Background: an optimization exercise with open tools, aiming at small area, a short achievable clock period and few clock cycles. Do not read the settings as production practice.
In this exercise RTL edits were held to simulation tests only and were not proved equivalent to the original.
Power is estimated from default activity; no workload was simulated.

Setup of build 8:
// kn4_mx_pack
module kn4_mx_pack (
    input  wire         clk,
    input  wire         rst,           
    input  wire         in_valid,
    output wire         in_ready,
    input  wire [31:0]  in_data,       
    input  wire [1:0]   in_fmt,        
    input  wire [2:0]   in_rnd,        
    output reg          out_valid,
    input  wire         out_ready,
    output reg  [7:0]   out_scale,     
    output reg  [255:0] out_elem,      
    output reg  [3:0]   out_flags      
);
For scale: about 870 flip-flops, roughly 310 I/O pins, roughly 31,000 sq um of cells after synthesis.
==> flow/config.mk <==
export PLATFORM = sky130hd
export DESIGN_NAME = kn4_mx_pack
export DESIGN_NICKNAME = kn4_mx_pack
export VERILOG_FILES = /design/flow/design.v
export SDC_FILE = /design/flow/constraint.sdc
export NUM_CORES = 4
export LEC_CHECK = 0
export CAP_MARGIN = 5
export CORE_MARGIN = 2
export CORE_UTILIZATION = 60
export CTS_CLUSTER_DIAMETER = 60
export CTS_CLUSTER_SIZE = 30
export GPL_TIMING_DRIVEN = 0
export PLACE_DENSITY = 0.7
export SLEW_MARGIN = 5
==> flow/constraint.sdc <==
create_clock -name core_clock -period 15.0 [get_ports {clk}]
set_input_delay 3.0000 -clock core_clock [delete_from_list [all_inputs] [get_ports {clk}]]
set_output_delay 3.0000 -clock core_clock [all_outputs]
set_load 0.01 [all_outputs]
standard.sh (not shown) runs the stock make flow with config.mk's settings and CLKGATE_MAP_FILE= SYNTH_SCRIPT=/design/flow/synth_recipe.tcl, a recipe that flattens the netlist after the stock synthesis.
==> flow/flow/run.sh <==
#!/bin/bash
# Own layout flow: the standard synthesis unchanged, then the standard ORFS
# layout with plain buffers on the ports and timing repair aimed below the
# clock period (SETUP_SLACK_MARGIN) so that the achieved period shrinks.
set -euo pipefail
MARGIN=${MARGIN:-10.8}
bash standard.sh synth > synth.log 2>&1
bash standard.sh "BUFFER_PORTS_ARGS=-buffer_cell sky130_fd_sc_hd__buf_1" \
    "SETUP_SLACK_MARGIN=$MARGIN" finish > layout.log 2>&1
Build 8 reached the end of the flow, and the finished layout is clean on the timing, design-rule and antenna checks.
Testbench counts of build 8, summed over its fixed seeds: cycles 12,568.
#### Input delta (build 91 over build 8)
# build 8
export LEC_CHECK = 0
export CAP_MARGIN = 5
export CORE_MARGIN = 2
export CORE_UTILIZATION = 60
export CTS_CLUSTER_DIAMETER = 60
export CTS_CLUSTER_SIZE = 30
export GPL_TIMING_DRIVEN = 0
export PLACE_DENSITY = 0.7
export SLEW_MARGIN = 5
create_clock -name core_clock -period 15.0 [get_ports {clk}]
# build 91
export LEC_CHECK = 0
export CAP_MARGIN = 20
export CORE_MARGIN = 2
export CORE_UTILIZATION = 60
export CTS_CLUSTER_DIAMETER = 60
export CTS_CLUSTER_SIZE = 30
export PLACE_DENSITY = 0.7
export SETUP_SLACK_MARGIN = 5
export SLEW_MARGIN = 20
create_clock -name core_clock -period 15.0 [get_ports {clk}]
==> flow/run.sh (new file) <==
#!/bin/bash
# synth_recipe.tcl (not shown) runs the flow's synth.tcl, then flattens the netlist and writes it again
# the make line also repeats each setting of config.mk as NAME=value (left out here)
make -C /OpenROAD-flow-scripts/flow DESIGN_CONFIG=/design/flow/config.mk WORK_HOME=/design/flow/orfs CLKGATE_MAP_FILE= SYNTH_SCRIPT=/design/flow/synth_recipe.tcl finish
removed: flow/flow/run.sh
removed: flow/standard.sh
==> run summary <==
Build 8 did not stop at any stage, and its layout met the timing, design-rule and antenna checks.
Build 91 ran to completion and came out clean on the timing, design-rule and antenna checks.
The area occupied by registers of build 91 and that of build 8 are within noise of each other.
Delta (build 91 minus build 8): number of buffers added by the clock tree synthesis step now larger, total design power held, actual slew at the worst max-slew pin went down 130 ps.
Build 91 vs build 8, launch point of the worst path: out_ready vs out_elem[105]
Of build 91 and build 8, it is build 91 that has the lower total via count after detailed routing.
Re diode insertion count for antenna repair: no difference whatsoever between build 8 and build 91.
Period utilization sits higher in build 91 than in build 8.
In build 91 the final area turned out about 3.2% higher than in build 8.
Comparing build 91 and build 8, the lower global routing usage summed across all routing layers is on build 8.
Inputs modified between build 91 and build 78:
# build 91
export LEC_CHECK = 0
export CAP_MARGIN = 20
export CORE_MARGIN = 2
export CORE_UTILIZATION = 60
export CTS_CLUSTER_DIAMETER = 60
export CTS_CLUSTER_SIZE = 30
export PLACE_DENSITY = 0.7
export SETUP_SLACK_MARGIN = 5
export SLEW_MARGIN = 20
create_clock -name core_clock -period 15.0 [get_ports {clk}]
# build 78
export LEC_CHECK = 0
export CAP_MARGIN = 20
export CORE_MARGIN = 2
export CORE_UTILIZATION = 60
export CTS_CLUSTER_DIAMETER = 50
export CTS_CLUSTER_SIZE = 20
export PLACE_DENSITY = 0.7
export SLEW_MARGIN = 20
create_clock -name core_clock -period 15.0 [get_ports {clk}]
==> flow/flow/run.sh (new file) <==
#!/bin/bash
# Own layout flow: the standard synthesis unchanged, then the standard ORFS
# layout with plain buffers on the ports and timing repair aimed below the
# clock period (SETUP_SLACK_MARGIN) so that the achieved period shrinks.
set -euo pipefail
MARGIN=${MARGIN:-10.8}
bash standard.sh synth > synth.log 2>&1
bash standard.sh "BUFFER_PORTS_ARGS=-buffer_cell sky130_fd_sc_hd__buf_1" \
    "SETUP_SLACK_MARGIN=$MARGIN" finish > layout.log 2>&1
==> flow/standard.sh (new file) <==
#!/bin/bash
# synth_recipe.tcl (not shown) runs the flow's synth.tcl, then flattens the netlist and writes it again
# the make line also repeats each setting of config.mk as NAME=value (left out here)
make -C /OpenROAD-flow-scripts/flow DESIGN_CONFIG=/design/flow/config.mk WORK_HOME=/design/flow/orfs CLKGATE_MAP_FILE= SYNTH_SCRIPT=/design/flow/synth_recipe.tcl "${@:-finish}"
removed: flow/run.sh
==> run summary <==
- Build 78 vs. build 91: proportion of cell area occupied by registers shows an increase of 2.7 points, number of fill cells in the layout higher, fraction of standard cell area in multi-input logic climbed 0.83 points, routed wire length moved down.
- Compared with build 91, cell area in build 78 decreased by a few percent.
- Per the comparison of build 78 with build 91, post-CTS clock slew at the launch and capture registers of the worst setup and hold paths fell 30 ps; post-route clock period utilization fell 4.8 points.
- Looking at critical path's slowest cell, the sky130_fd_sc_hd__edfxtp_1 result is from build 78; the sky130_fd_sc_hd__nor2_2 one comes from build 91.
Modified inputs, build 86 compared to build 78
# build 78
export LEC_CHECK = 0
export CAP_MARGIN = 20
export CORE_MARGIN = 2
export CORE_UTILIZATION = 60
export CTS_CLUSTER_DIAMETER = 50
export CTS_CLUSTER_SIZE = 20
export PLACE_DENSITY = 0.7
export SLEW_MARGIN = 20
create_clock -name core_clock -period 15.0 [get_ports {clk}]
# build 86
export LEC_CHECK = 0
export CAP_MARGIN = 5
export CORE_MARGIN = 2
export CORE_UTILIZATION = 60
export CTS_CLUSTER_DIAMETER = 60
export CTS_CLUSTER_SIZE = 30
export PLACE_DENSITY = 0.62
export SLEW_MARGIN = 5
create_clock -name core_clock -period 15.0 [get_ports {clk}]
==> run summary <==
Between build 86 and build 78, it is build 86 whose count of vias placed by the detailed router is lower, by 140. [compare] base=build 78 new=build 86: non-clock buffer count was more or less identical, power consumed by combinational cells roughly the same, number of antenna violations at the first check in global routing rose by 1, wire length per cell +1.1%, post-layout net count now sits lower. Build 86: all stages complete, timing, DRC and antenna checks passed. Looking at startpoint of the most critical setup path, the out_elem[57] result is from build 78; the out_elem[10] one comes from build 86. Compared with build 78, in build 86 final instance count without filler cells shrank by 14; part of the total power dissipated in sequential elements grew by 1.0 points.
diff inputs: build 86 => build 12
# build 86
export LEC_CHECK = 0
export CAP_MARGIN = 5
export CORE_MARGIN = 2
export CORE_UTILIZATION = 60
export CTS_CLUSTER_DIAMETER = 60
export CTS_CLUSTER_SIZE = 30
export PLACE_DENSITY = 0.62
export SLEW_MARGIN = 5
create_clock -name core_clock -period 15.0 [get_ports {clk}]
# build 12
export LEC_CHECK = 0
export CAP_MARGIN = 5
export CORE_MARGIN = 2
export CORE_UTILIZATION = 60
export CTS_CLUSTER_DIAMETER = 40
export CTS_CLUSTER_SIZE = 16
export PLACE_DENSITY = 0.7
export SLEW_MARGIN = 5
create_clock -name core_clock -period 15.0 [get_ports {clk}]
--- outcome ---
Diff build 86 -> build 12: post-cts resize count grew by about 27%; detailed-route wire length grew by about 4%; fraction of met3 tracks used by global routing grew by 0.64 points. Total power: build 86 and build 12 compared, lower one is build 86. Comparing build 12 against build 86, there is no change at all in xor/xnor share of the synthesized area. Build 12 vs build 86, critical path launch point: out_elem[106] vs out_elem[10]. Total of clock buffers placed in the layout grows by more than half when moving from build 86 to build 12.

what the ideal ports hide:
The flow's constraints put no driver on any port. The routed layouts listed below were extracted and timed again, unchanged, in two steps.
Step 1: set_driving_cell puts a clkbuf_16 on clk and a buf_2 on each other input, an assumption about the parent block.
Step 2 also shifts input and output timing later by t, the mid clock arrival at the registers, as if the neighbouring blocks saw the same clock.
Three values: ideal, step 1, step 2; two values: the first two.
| run | t, ns | slack for setup (ns) | hold slack, ns | worst setup path after step 2 | pins driven straight from the clock port |
|---|---|---|---|---|---|
| build 8 | 0.659 | 10.796 / 10.740 / 10.327 | 0.406 / 0.406 / 0.406 | input to register | 1 |
| build 91 | 0.647 | 10.067 / 10.081 / 9.435 | 0.409 / 0.409 / 0.409 | input to register | 1 |
| build 78 | 0.674 | 10.794 / 10.740 / 10.502 | 0.404 / 0.404 / 0.404 | input to register | 1 |
| build 86 | 0.652 | 10.761 / 10.705 / 10.523 | 0.416 / 0.416 / 0.416 | input to register | 1 |
| build 12 | 0.673 | 10.764 / 10.706 / 10.529 | 0.402 / 0.402 / 0.402 | input to register | 1 |
After both steps setup and hold are still met in every run listed. For build 91, which loses most, drivers alone change the setup slack by +0.014 ns; drivers and shift together by -0.632 ns.
